Context: an optimization exercise on an open-source flow, tuned for small area and a short achievable clock period. The choices shown serve that exercise and are no tape-out recipe. The RTL was checked by simulation tests, not by an equivalence proof against the original design.

==> inputs of 09-28 <==
// yuv_rgb
module yuv_rgb (
    input  wire        clk,
    input  wire        rst,
    input  wire        in_valid,
    input  wire [1:0]  in_matrix,
    input  wire        in_full,
    input  wire        in_ten,
    input  wire [9:0]  in_c0,
    input  wire [9:0]  in_c1,
    input  wire [9:0]  in_c2,
    output reg         out_valid,
    output reg  [15:0] out_r,
    output reg  [15:0] out_g,
    output reg  [15:0] out_b
);
clock: 13.0 ns
lec_check: 0
abc_area: 1
cap_margin: 20
core_margin: 2
core_utilization: 40
slew_margin: 20
synth_hierarchical: 1
synth_minimum_keep_size: 0
run.sh (not shown) runs the stock make flow with config.mk's settings and CLKGATE_MAP_FILE= SYNTH_SCRIPT=/design/flow/synth_recipe.tcl, a recipe that flattens the netlist after the stock synthesis.
==> inputs of 11-12, as changes to 09-28 <==
==> flow/flow/run.sh (new file) <==
#!/bin/bash
# The standard layout (standard.sh), with ORFS's setup repair aimed at
# TARGET_NS rather than at the clock period: the constraints are unchanged,
# only the repair works towards more slack. make's full output goes to
# make.log here; ORFS's own per-step logs are under orfs/logs.
set -euo pipefail
TARGET_NS=${TARGET_NS:-3.6}
M=$(python3 -c "print(round($FLOW_PERIOD_NS - $TARGET_NS, 3))")
bash standard.sh SETUP_SLACK_MARGIN=$M finish > make.log 2>&1
==> flow/standard.sh (new file) <==
#!/bin/bash
# synth_recipe.tcl (not shown) runs the flow's synth.tcl, then flattens the netlist and writes it again
# the make line also repeats each setting of config.mk as NAME=value (left out here)
make -C /OpenROAD-flow-scripts/flow DESIGN_CONFIG=/design/flow/config.mk WORK_HOME=/design/flow/orfs CLKGATE_MAP_FILE= SYNTH_SCRIPT=/design/flow/synth_recipe.tcl "${@:-finish}"
removed: flow/run.sh
==> comparison <==
09-28 passed the timing, DRC and antenna checks. 11-12 produced a clean layout.
Critical path depth is the same in 11-12 and 09-28.
In 09-28 the global-route usage is lower than in 11-12, by 1.2 points.
Of 09-28 and 11-12, 11-12 has the higher first-iteration DRC count (gap about 5%, measured against 11-12).
Area after synthesis is the same in 09-28 and 11-12.
In 11-12 the final cell count is higher than in 09-28, by 6.3%.
Against 11-12, the register-to-register slack of 09-28 is lower by 2.0 ns.
Flip-flop and latch count is the same in 09-28 and 11-12.
In 11-12 the non-clock buffer count is higher than in 09-28, by 369.
Cell area: 11-12 is larger than 09-28 (about 18%).

==> zinc: inputs <==
Another version of the RTL of yuv_rgb (not shown whole).
Design yuv_rgb, start of the top module:
module yuv_rgb (
    input  wire        clk,
    input  wire        rst,
    input  wire        in_valid,
    input  wire [1:0]  in_matrix,
    input  wire        in_full,
    input  wire        in_ten,
    input  wire [9:0]  in_c0,
    input  wire [9:0]  in_c1,
    input  wire [9:0]  in_c2,
    output reg         out_valid,
    output reg  [15:0] out_r,
    output reg  [15:0] out_g,
    output reg  [15:0] out_b
);
export LEC_CHECK = 0
export ABC_AREA = 1
export CAP_MARGIN = 20
export CORE_MARGIN = 2
export CORE_UTILIZATION = 40
export SLEW_MARGIN = 20
export SYNTH_HIERARCHICAL = 1
export SYNTH_MINIMUM_KEEP_SIZE = 0
create_clock -name core_clock -period 13.0 [get_ports {clk}]
standard.sh (not shown) runs the stock make flow with config.mk's settings and CLKGATE_MAP_FILE= SYNTH_SCRIPT=/design/flow/synth_recipe.tcl, a recipe that flattens the netlist after the stock synthesis.
==> flow/flow/run.sh <==
#!/bin/bash
# The standard layout (standard.sh), with ORFS's setup repair aimed at
# TARGET_NS rather than at the clock period: the constraints are unchanged,
# only the repair works towards more slack. make's full output goes to
# make.log here; ORFS's own per-step logs are under orfs/logs.
set -euo pipefail
TARGET_NS=${TARGET_NS:-3.6}
M=$(python3 -c "print(round($FLOW_PERIOD_NS - $TARGET_NS, 3))")
bash standard.sh SETUP_SLACK_MARGIN=$M finish > make.log 2>&1
==> violet (differences from zinc) <==
==> flow/flow/run.sh (replaced) <==
#!/bin/bash
# The standard layout (standard.sh), with ORFS's setup repair aimed at
# TARGET_NS rather than at the clock period, and allowed to change a cell's
# footprint (e.g. a stronger flip-flop): the constraints are unchanged, only
# the repair works towards more slack. make's full output goes to make.log
# here; ORFS's own per-step logs are under orfs/logs.
set -euo pipefail
TARGET_NS=${TARGET_NS:-3.6}
M=$(python3 -c "print(round($FLOW_PERIOD_NS - $TARGET_NS, 3))")
bash standard.sh SETUP_SLACK_MARGIN=$M MATCH_CELL_FOOTPRINT=0 finish > make.log 2>&1
==> comparison <==
zinc went through all stages and came out clean. violet produced a clean layout.
Sequential share of layout area: zinc is lower than violet (0.15 points).
Against zinc, the fmax of violet is lower by 0.52%.
Between violet and zinc, the lower non-clock buffer count is in violet (gap 7).
Die area is the same in violet and zinc.
In final cell count, violet and zinc hardly differ.
In zinc the final area is higher than in violet, by about 0.7%.
In synthesized area, violet and zinc do not differ.
Against zinc, the worst setup slack of violet is worse by 0.020 ns.
Against zinc, the wire length of violet is smaller by 4.2%.

-- re-timing with driven ports --
How much do the figures lean on ideal ports? The routed layouts below were timed once more, with nothing changed but the port constraints.
Step 1 assumes that a clkbuf_16 drives the clock port and a buf_2 every other input.
Step 2 also shifts input and output timing later by t, the mid clock arrival at the registers, as if the neighbouring blocks saw the same clock.
a / b / c = ideal ports / drivers / drivers and shift; a / b = the first two.
run	t, ns	slack for setup (ns)	worst hold slack (ns)	worst slew at a driven data input, ns	pins driven straight from the clock port
09-28	0.760	6.921 / 6.921 / 6.921	0.326 / 0.326 / 0.326	0.07	1
11-12	0.760	8.921 / 8.921 / 8.771	0.327 / 0.327 / 0.327	0.08	1
zinc	0.733	9.218 / 9.218 / 8.753	0.327 / 0.327 / 0.327	0.08	1
violet	0.712	9.198 / 9.198 / 8.740	0.316 / 0.316 / 0.316	0.08	1
After both steps setup and hold are still met in every run listed. For zinc, which loses most, drivers alone change the setup slack by 0.000 ns; drivers and shift together by -0.465 ns.
